This is an optimization exercise on Yosys and OpenROAD, whose aim is small area, a short achievable clock period and few clock cycles, not a production implementation. The RTL was checked by simulation tests, not by an equivalence proof against the original design. Power and IR drop assume default switching activity.

==> trial 4: inputs <==
## fchain
module fchain (
    input  wire        clk,
    input  wire        rst,
    output reg         in_ready,
    input  wire        in_valid,
    input  wire [31:0] in_value,
    input  wire        in_missing,
    input  wire        cfg_valid,
    input  wire [3:0]  cfg_bank,
    input  wire [31:0] cfg_gain,
    input  wire [31:0] cfg_offset,
    output reg         out_valid,
    output reg  [31:0] out_value,
    output reg         out_missing,
    output reg         out_settling,
    output reg         out_ovr,
    output reg  [3:0]  out_gap_count
);
==> flow/config.mk <==
export PLATFORM = sky130hd
export DESIGN_NAME = fchain
export DESIGN_NICKNAME = fchain
export VERILOG_FILES = /design/flow/design.v
export SDC_FILE = /design/flow/constraint.sdc
export NUM_CORES = 4
export LEC_CHECK = 0
export CAP_MARGIN = 20
export CORE_MARGIN = 2
export CORE_UTILIZATION = 50
export PLACE_DENSITY = 0.6
export SLEW_MARGIN = 20
==> flow/constraint.sdc <==
create_clock -name core_clock -period 30.0 [get_ports {clk}]
set_input_delay 6.0000 -clock core_clock [delete_from_list [all_inputs] [get_ports {clk}]]
set_output_delay 6.0000 -clock core_clock [all_outputs]
set_load 0.01 [all_outputs]
run.sh (not shown) runs the stock make flow with config.mk's settings and CLKGATE_MAP_FILE= SYNTH_SCRIPT=/design/flow/synth_recipe.tcl, a recipe that flattens the netlist after the stock synthesis.
==> inputs of build 17, as changes to trial 4 <==
--- a/flow/design.v
+++ b/flow/design.v
@@ -320,12 +320,14 @@
             assign gap_grp[gq*4 +: 4] = cnt;
         end
     endgenerate
     reg         s1_valid;
     reg         s1_cfg;
-    reg  [63:0] s1_ss;
-    reg  [63:0] s1_sc;
+    wire [30:0] s1_lo_n = {1'b0, s1_ss_n[29:0]} + {1'b0, s1_sc_n[29:0]};
+    reg  [33:0] s1_ss;
+    reg  [33:0] s1_sc;
+    reg         s1_cy;
     reg  [3:0]  s1_bank;
     reg         s1_restart;
     reg         s1_outpos;
     reg  [4:0]  s1_phi;
     reg         s1_settle;
@@ -335,12 +337,11 @@
     fchain_popc #(.N(8), .W(7)) u_gsum (
         .x({{3'd0, s1_gap[31:28]}, {3'd0, s1_gap[27:24]}, {3'd0, s1_gap[23:20]},
             {3'd0, s1_gap[19:16]}, {3'd0, s1_gap[15:12]}, {3'd0, s1_gap[11:8]},
             {3'd0, s1_gap[7:4]},   {3'd0, s1_gap[3:0]}}),
         .n(gap_cnt));
-    wire [63:0] sc_sum = s1_ss + s1_sc;
-    wire [33:0] sc_sh  = sc_sum[63:30];
+    wire [33:0] sc_sh  = s1_ss + s1_sc + {33'd0, s1_cy};
     wire        sc_hi  = !sc_sh[33] && (sc_sh[32:31] != 2'b00);
     wire        sc_lo  =  sc_sh[33] && (sc_sh[32:31] != 2'b11);
     wire [31:0] sc_y   = sc_hi ? 32'h7fff_ffff : sc_lo ? 32'h8000_0000 : sc_sh[31:0];
     wire        sc_sat = sc_hi || sc_lo;
     reg  [6:0]  since_sat;              
@@ -539,11 +540,11 @@
             o_valid   <= m2_valid && m2_emit;
             out_valid <= o_valid;
         end
     end
     always @(posedge clk) begin
-        if (in_ready) begin
+        if (!(a_valid && a_rp)) begin
             a_value   <= in_value;
             a_missing <= in_missing;
             a_cfg     <= cfg_valid;
             a_bank    <= cfg_bank;
             a_gain    <= cfg_gain;
@@ -555,12 +556,13 @@
         b_outpos  <= (phase == 5'd0);
         b_phi     <= phase;
         b_settle  <= settle_n;
         b_miss    <= a_missing;
         s1_cfg     <= b_cfg;
-        s1_ss      <= s1_ss_n;
-        s1_sc      <= s1_sc_n;
+        s1_ss      <= s1_ss_n[63:30];
+        s1_sc      <= s1_sc_n[63:30];
+        s1_cy      <= s1_lo_n[30];
         s1_bank    <= bank;
         s1_restart <= b_restart;
         s1_outpos  <= b_outpos;
         s1_phi     <= b_phi;
         s1_settle  <= b_settle;
Settings changed: CORE_UTILIZATION 50 to 40, CTS_CLUSTER_DIAMETER set to 100, CTS_CLUSTER_SIZE set to 25, PLACE_DENSITY 0.6 to 0.55.
==> run notes <==
metric                                                                             trial 4                 build 17
Fraction of synthesized cell area taken by the top area cell type                   28.47%                   28.52%
Slowest cell delay on critical path                                                 770 ps                   980 ps
Worst vdd ir                                                                  0.00008426 V              0.0001025 V
Global routing met2 resource utilization                                            43.52%                   37.48%
Register-to-register path setup slack                                            21,340 ps                20,510 ps
Met3 track utilization from global routing                                          6.259%                   4.282%
Status                                                             complete, no violations  complete, no violations
Area of placed instances                                                     288,900 sq um            291,100 sq um
Startpoint of the most critical register-to-register path                        m1_phi[0]               m1_bank[1]
Layout buffer count excluding clock buffers                                            634                      701
Final total power                                                                 19.28 mW                 17.36 mW
WP buf/inv                                                                               6                        5
Length of routed met2 wiring                                                    361,500 um               384,400 um
Area growth, synth to finish                                                        8.450%                   6.902%
Crit path from                                                                   m1_phi[0]               m1_bank[1]
Testbench counts of trial 4, summed over its fixed seeds: cycles 19,051.
Testbench counts of build 17, summed over its fixed seeds: cycles 19,051.

==> separate check: timing with driven ports <==
In the flow no input, the clock included, has a driving cell. The finished layouts below were timed again as built, in two steps.
Step 1 assumes that a clkbuf_16 drives the clock port and a buf_2 every other input.
Step 2 moves the port delays by t, midway between the first and last clock arrival at a register: inputs arrive t later, outputs are due t later. That takes back most of the time a late clock gives input paths.
a / b / c = no drivers / after step 1 / after step 2; a / b = the first two.
| run | shift t [ns] | setup WS [ns] | worst hold slack (ns) | worst slew at a driven data input, ns |
|---|---|---|---|---|
| trial 4 | 1.133 | 21.342 / 21.342 / 21.342 | 0.324 / 0.324 / 0.324 | 0.12 |
| build 17 | 1.126 | 20.512 / 20.512 / 20.512 | 0.334 / 0.334 / 0.334 | 0.13 |
After both steps setup and hold are still met in every run listed.
